This is an optimization exercise on Yosys and OpenROAD, whose aim is small area and a short achievable clock period, not a production implementation. Where RTL was checked, it was by simulation tests only, not by an equivalence proof against the original. Power is estimated from default activity; no workload was simulated.

Setup of run A:
==> flow/design.v (excerpt) <==
module welt_rx_flight (
    input  wire         clk,
    input  wire         rst,           
    input  wire         cfg_enc,       
    input  wire         in_valid,
    input  wire [255:0] in_data,       
    output reg          s_valid,
    output reg  [2:0]   s_kind,
    output reg          s_fwd,
    output reg          s_hfail,
    output reg          f_valid,
    output reg  [1:0]   f_result,
    output reg          f_crc_ok,
    output reg          f_hdr_ok,
    output reg  [15:0]  f_fseq,
    output wire         f_fill_next,
    output wire [15:0]  f_ack_seq,
    output wire         f_nak,
    output wire [1:0]   f_nak_rpl
);
    localparam [2:0] K_HEADER = 3'd0;
    localparam [2:0] K_DATA   = 3'd1;
    localparam [2:0] K_LINK   = 3'd2;
    localparam [2:0] K_FILL   = 3'd3;
    localparam [2:0] K_TAG    = 3'd4;
    localparam [2:0] K_SEAL   = 3'd5;
    localparam [1:0] R_ACCEPT  = 2'd0;
    localparam [1:0] R_EMPTY   = 2'd1;
    localparam [1:0] R_DISCARD = 2'd2;
    localparam [1:0] R_FAIL    = 2'd3;
    localparam [8:0] MAX_LEN = 9'd320;
    reg         v1;
    reg [255:0] d1;
    always @(posedge clk) begin
        v1 <= in_valid && !rst;
        d1 <= in_data;
    end
    reg [8:0]  rem;         
    reg        rem_nz;      
    reg [8:0]  rem_saved;   
    reg        saved_nz;    
    reg        hfail_seen;
    reg [15:0] ack_seq;
    reg        nak;
    reg [1:0]  nak_rpl;
    reg [1:0]  last_rpl;    
    reg [4:0]  pos;         
    reg        fill_cur;    
    reg        restart;     
    reg [31:0] s;           
    wire [31:0] se = restart ? 32'h9a317c73 : s;    
    wire [31:0] s_next;     
    wire [15:0] hs;         
  ...
==> flow/config.mk <==
export PLATFORM = sky130hd
export DESIGN_NAME = welt_rx_flight
export DESIGN_NICKNAME = welt_rx_flight
export VERILOG_FILES = /design/flow/design.v
export SDC_FILE = /design/flow/constraint.sdc
export NUM_CORES = 4
export LEC_CHECK = 0
export CAP_MARGIN = 20
export CORE_MARGIN = 2
export CORE_UTILIZATION = 50
export SLEW_MARGIN = 20
==> flow/constraint.sdc <==
create_clock -name core_clock -period 10.0 [get_ports {clk}]
set_input_delay 2.0000 -clock core_clock [delete_from_list [all_inputs] [get_ports {clk}]]
set_output_delay 2.0000 -clock core_clock [all_outputs]
set_load 0.01 [all_outputs]
standard.sh (not shown) runs the stock make flow with config.mk's settings and CLKGATE_MAP_FILE= SYNTH_SCRIPT=/design/flow/synth_recipe.tcl, a recipe that flattens the netlist after the stock synthesis.
==> flow/flow/run.sh <==
#!/bin/bash
# Layout flow: the standard ORFS flow (standard.sh, unchanged synthesis),
# with ORFS settings passed through the environment:
#  - the port buffers that ORFS inserts on every input and output are
#    sky130_fd_sc_hd__buf_1 instead of ORFS's default pick (clkdlybuf4s50_1);
#  - ORFS's timing repair works to a setup slack margin of SETUP_SLACK_MARGIN ns;
set -euo pipefail
export BUFFER_PORTS_ARGS="-buffer_cell sky130_fd_sc_hd__buf_1"
export SETUP_SLACK_MARGIN=6.5
export POST_RESIZE_TCL="$(pwd)/flow/post_resize.tcl"
bash standard.sh > standard.log 2>&1
==> flow/flow/post_resize.tcl <==
# ORFS hook at the end of the placement-stage repair_design
# (3_4_place_resized), before detailed placement legalizes the cells:
# the slot register d1 drives the wide XOR networks over long wires, so its
# flip-flops get the next drive strength (same cell type, dfxtp_1 -> dfxtp_4).
set n 0
foreach inst [get_cells {d1[*]*}] {
  if {[get_property [get_lib_cells -of_objects $inst] name] == "sky130_fd_sc_hd__dfxtp_1"} {
    replace_cell $inst sky130_fd_sc_hd__dfxtp_4
    incr n
  }
}
puts "post_resize.tcl: resized $n d1 flip-flops to dfxtp_4"
[inputs] run B vs run A
==> flow/flow/run.sh <==
#!/bin/bash
# Layout flow: the standard ORFS flow (standard.sh, unchanged synthesis),
# with two ORFS settings passed through the environment:
#  - the port buffers that ORFS inserts on every input and output are
#    sky130_fd_sc_hd__buf_1 instead of ORFS's default pick (clkdlybuf4s50_1);
set -euo pipefail
export BUFFER_PORTS_ARGS="-buffer_cell sky130_fd_sc_hd__buf_1"
export SETUP_SLACK_MARGIN=6.7
bash standard.sh > standard.log 2>&1
removed: flow/flow/post_resize.tcl
Findings:
- Run B completed end to end with timing, DRC and antenna clean.
- Worst setup path endpoint: hs2[15] -> run A, hs2[13] -> run B
- Run B against run A; met3 wirelength from detailed routing is down slightly.
- Run B vs run A: detail-routed via count per cell up
- Number of signal-net buffers in the layout essentially unchanged between run B and run A.
- The final reports for run B and run A show multi-input combinational area share higher in the former.
## Diff of input files: run C against run B
==> flow/flow/run.sh <==
#!/bin/bash
# Layout flow: the standard ORFS flow (standard.sh).  Synthesis is
# standard.sh's, unchanged.  The layout steps after it run the same make
# command with these ORFS settings:
#  - the port buffers that ORFS inserts on every input and output are
#    sky130_fd_sc_hd__buf_1 instead of ORFS's default pick (clkdlybuf4s50_1);
#  - ORFS's timing repair works to a setup slack margin of SETUP_SLACK_MARGIN ns;
set -euo pipefail
export BUFFER_PORTS_ARGS="-buffer_cell sky130_fd_sc_hd__buf_1"
export SETUP_SLACK_MARGIN=6.5
bash standard.sh synth > synth.log 2>&1
sed 's/CLKGATE_MAP_FILE= /CLKGATE_MAP_FILE= MATCH_CELL_FOOTPRINT=0 /' standard.sh > layout.sh
grep -q 'MATCH_CELL_FOOTPRINT=0' layout.sh
bash layout.sh > layout.log 2>&1
==> comparison <==
- Run C ran to completion and came out clean on the timing, DRC and antenna checks.
- The violation count after the first detailed-route iteration reported for run C is smaller than that of run B by about 10%.
- Non-clock buffer count: run C > run B
- Combinational power is lower on run C
- Worst setup path startpoint: d1[220] -> run B, d1[27] -> run C
For run D, these inputs were changed with respect to run C:
==> flow/flow/run.sh <==
#!/bin/bash
# Layout flow: the standard ORFS flow (standard.sh, unchanged synthesis),
# with ORFS settings passed through the environment:
#  - the port buffers that ORFS inserts on every input and output are
#    sky130_fd_sc_hd__buf_1 instead of ORFS's default pick (clkdlybuf4s50_1);
#  - ORFS's timing repair works to a setup slack margin of SETUP_SLACK_MARGIN ns;
set -euo pipefail
export BUFFER_PORTS_ARGS="-buffer_cell sky130_fd_sc_hd__buf_1"
export SETUP_SLACK_MARGIN=6.5
export POST_RESIZE_TCL="$(pwd)/flow/post_resize.tcl"
bash standard.sh > standard.log 2>&1
==> flow/flow/post_resize.tcl (new file) <==
# ORFS hook at the end of the placement-stage repair_design
# (3_4_place_resized), before detailed placement legalizes the cells:
# the slot register d1 drives the wide XOR networks over long wires, so its
# flip-flops get the next drive strength (same cell type, dfxtp_1 -> dfxtp_2).
set n 0
foreach inst [get_cells {d1[*]*}] {
  if {[get_property [get_lib_cells -of_objects $inst] name] == "sky130_fd_sc_hd__dfxtp_1"} {
    replace_cell $inst sky130_fd_sc_hd__dfxtp_2
    incr n
  }
}
puts "post_resize.tcl: resized $n d1 flip-flops to dfxtp_2"
[summary]
Setup slack of the critical path after layout came out lower on run D than on run C. Run D vs. run C: post-detailed-route via-to-cell ratio up 0.34%, power density of the placed cells down 1.3 nW/um2, post-route cell area flat. From run C to run D the numbers moved as follows: share of the clock period used by the worst path after layout higher; initial antenna violation count higher; worst-case headroom to the max-slew limit shrank by 4.8 points. The run showing the greater worst hold-check slack is run D. Non-clock buffer count, run C and run D, lower one = run D. Diff run C -> run D: power now smaller; number of clock buffers in the layout grew by 3.


welt_rx_flight, a different RTL version from the one above (not shown whole).
Size: ~3200 cells after synthesis, roughly 260 flip-flops, roughly 31000 um^2 of cells after synthesis.
==> flow/config.mk <==
export PLATFORM = sky130hd
export DESIGN_NAME = welt_rx_flight
export DESIGN_NICKNAME = welt_rx_flight
export VERILOG_FILES = /design/flow/design.v
export SDC_FILE = /design/flow/constraint.sdc
export NUM_CORES = 4
export LEC_CHECK = 0
export CAP_MARGIN = 20
export CORE_MARGIN = 2
export CORE_UTILIZATION = 50
export SLEW_MARGIN = 20
==> flow/constraint.sdc <==
create_clock -name core_clock -period 10.0 [get_ports {clk}]
set_input_delay 2.0000 -clock core_clock [delete_from_list [all_inputs] [get_ports {clk}]]
set_output_delay 2.0000 -clock core_clock [all_outputs]
set_load 0.01 [all_outputs]
==> flow/flow/run.sh <==
#!/bin/bash
# Layout flow: the standard ORFS flow (standard.sh, unchanged synthesis),
# with two ORFS settings passed through the environment:
#  - the port buffers that ORFS inserts on every input and output are
#    sky130_fd_sc_hd__buf_1 instead of ORFS's default pick (clkdlybuf4s50_1);
set -euo pipefail
export BUFFER_PORTS_ARGS="-buffer_cell sky130_fd_sc_hd__buf_1"
export SETUP_SLACK_MARGIN=6.5
bash standard.sh > standard.log 2>&1
Then changed:
==> flow/flow/run.sh (replaced) <==
#!/bin/bash
# Layout flow: the standard ORFS flow (standard.sh, unchanged synthesis).
# The only change: the port buffers that ORFS inserts on every input and
# output are sky130_fd_sc_hd__buf_1 instead of ORFS's default pick
# (clkdlybuf4s50_1, a slow delay cell).  Clock, period and I/O constraints
# are the standard flow's own.
set -euo pipefail
export BUFFER_PORTS_ARGS="-buffer_cell sky130_fd_sc_hd__buf_1"
bash standard.sh > standard.log 2>&1
Settings changed: CAP_MARGIN 20 to 40, CORE_UTILIZATION 50 to 40, SLEW_MARGIN 20 to 70.
Effect: Worst setup slack got worse by 310 ps; power hardly moves; area after synthesis does not change; final area is higher by 0.43%.
Then changed:
Settings changed: CAP_MARGIN 40 to 20, SLEW_MARGIN 70 to 20.
=>
- via count falls by 2.1%
- sequential share of layout area rose by 2.3 points
- critical path depth decreases by 1
- synthesized cell count stays the same
- combinational power falls by 8.5%
- wire length fell by 0.93%
- utilization goes down by 6.8 points
- worst setup slack got worse by 540 ps
- die area is unchanged
- cell count went down by 3.1%
No functional check of the RTL was part of any run of this note.


Another version of the RTL of welt_rx_flight (not shown whole).
For scale: roughly 3000 cells after synthesis, ~430 flip-flops, about 310 I/O pins, ~0.032 mm2 of cells after synthesis.
Settings: LEC_CHECK=0, CAP_MARGIN=40, CORE_MARGIN=2, CORE_UTILIZATION=50, SLEW_MARGIN=70; clock period 10.0 ns.
==> flow/flow/run.sh <==
#!/bin/bash
# Layout flow: the standard ORFS flow (standard.sh, unchanged synthesis).
# The only change: the port buffers that ORFS inserts on every input and
# output are sky130_fd_sc_hd__buf_1 instead of ORFS's default pick
# (clkdlybuf4s50_1, a slow delay cell).  Clock, period and I/O constraints
# are the standard flow's own.
set -euo pipefail
export BUFFER_PORTS_ARGS="-buffer_cell sky130_fd_sc_hd__buf_1"
bash standard.sh > standard.log 2>&1
Change:
==> flow/flow/run.sh (replaced) <==
#!/bin/bash
# Layout flow: the standard ORFS flow (standard.sh, unchanged synthesis),
# with two placement/repair settings passed to ORFS through the environment:
#  - the port buffers that ORFS inserts on every input and output are
#    sky130_fd_sc_hd__buf_1 instead of the default pick (clkdlybuf4s50_1);
#  - timing repair works to a setup slack margin (SETUP_SLACK_MARGIN ns).
# The clock, its period and the I/O constraints are the standard flow's own.
set -euo pipefail
export BUFFER_PORTS_ARGS="-buffer_cell sky130_fd_sc_hd__buf_1"
export SETUP_SLACK_MARGIN=6.5
bash standard.sh > standard.log 2>&1
- CORE_UTILIZATION: 50 -> 25
- SLEW_MARGIN: 70 -> 40
What happened: Worst hold slack loses 0.029 ns. Design area came out lower by 9.1%. Worst setup slack gains 0.081 ns. Core utilization came out lower by 37 points. Power came out lower by 6.1%. Sequential share of layout area came out higher by 1.6 points. Synthesized area does not change.
Change:
==> flow/run.sh (new file) <==
#!/bin/bash
# synth_recipe.tcl (not shown) runs the flow's synth.tcl, then flattens the netlist and writes it again
# the make line also repeats each setting of config.mk as NAME=value (left out here)
make -C /OpenROAD-flow-scripts/flow DESIGN_CONFIG=/design/flow/config.mk WORK_HOME=/design/flow/orfs CLKGATE_MAP_FILE= SYNTH_SCRIPT=/design/flow/synth_recipe.tcl finish
removed: flow/flow/run.sh
removed: flow/standard.sh
Final area came out higher by a few percent; clock-buffer cell count came out higher by 4; total power came out higher by a few percent.

static timing again, ports no longer ideal:
In the flow no input, the clock included, has a driving cell. The finished layouts below were timed again as built, in two steps.
Step 1: set_driving_cell puts a clkbuf_16 on clk and a buf_2 on each other input, an assumption about the parent block.
Step 2 adds t to the input delays and takes it off the output delays; t is the mean of the earliest and latest rising clock arrival at the registers after step 1. Input paths then give back, and output paths get back, about the clock's delay inside the block.
a / b / c = ideal / step 1 / step 2; a / b = the first two.
run | t (ns) | setup WS [ns] | latest minus earliest clock arrival (ns) | worst register clock-pin slew, ns | worst data-port slew with drivers (ns)
run A | 0.692 | 6.176 / 6.176 / 6.176 | 0.028 / 0.028 | 0.07 / 0.07 | 0.06
run B | 0.694 | 6.321 / 6.321 / 6.151 | 0.047 / 0.046 | 0.08 / 0.08 | 0.06
run C | 0.691 | 6.142 / 6.142 / 6.142 | 0.031 / 0.031 | 0.08 / 0.08 | 0.06
run D | 0.708 | 5.768 / 5.768 / 5.768 | 0.043 / 0.044 | 0.07 / 0.07 | 0.06
the first run of note 2 | 0.640 | 6.290 / 6.340 / 5.700 | 0.026 / 0.026 | 0.07 / 0.07 | 0.04
the second run of note 2 | 0.652 | 5.984 / 6.026 / 5.374 | 0.029 / 0.028 | 0.08 / 0.08 | 0.06
the third run of note 2 | 0.653 | 5.443 / 5.480 / 4.827 | 0.040 / 0.041 | 0.09 / 0.09 | 0.06
the first run of note 3 | 0.706 | 6.200 / 6.200 / 6.200 | 0.047 / 0.047 | 0.08 / 0.08 | 0.06
the second run of note 3 | 0.737 | 6.281 / 6.281 / 6.281 | 0.035 / 0.034 | 0.08 / 0.08 | 0.11
the third run of note 3 | 0.746 | 5.541 / 5.541 / 5.541 | 0.033 / 0.033 | 0.07 / 0.07 | 0.09
After both steps every run listed still meets setup and hold. The setup slack of the third run of note 2, which loses most, moves by +0.037 ns with the drivers and by -0.616 ns with both steps.
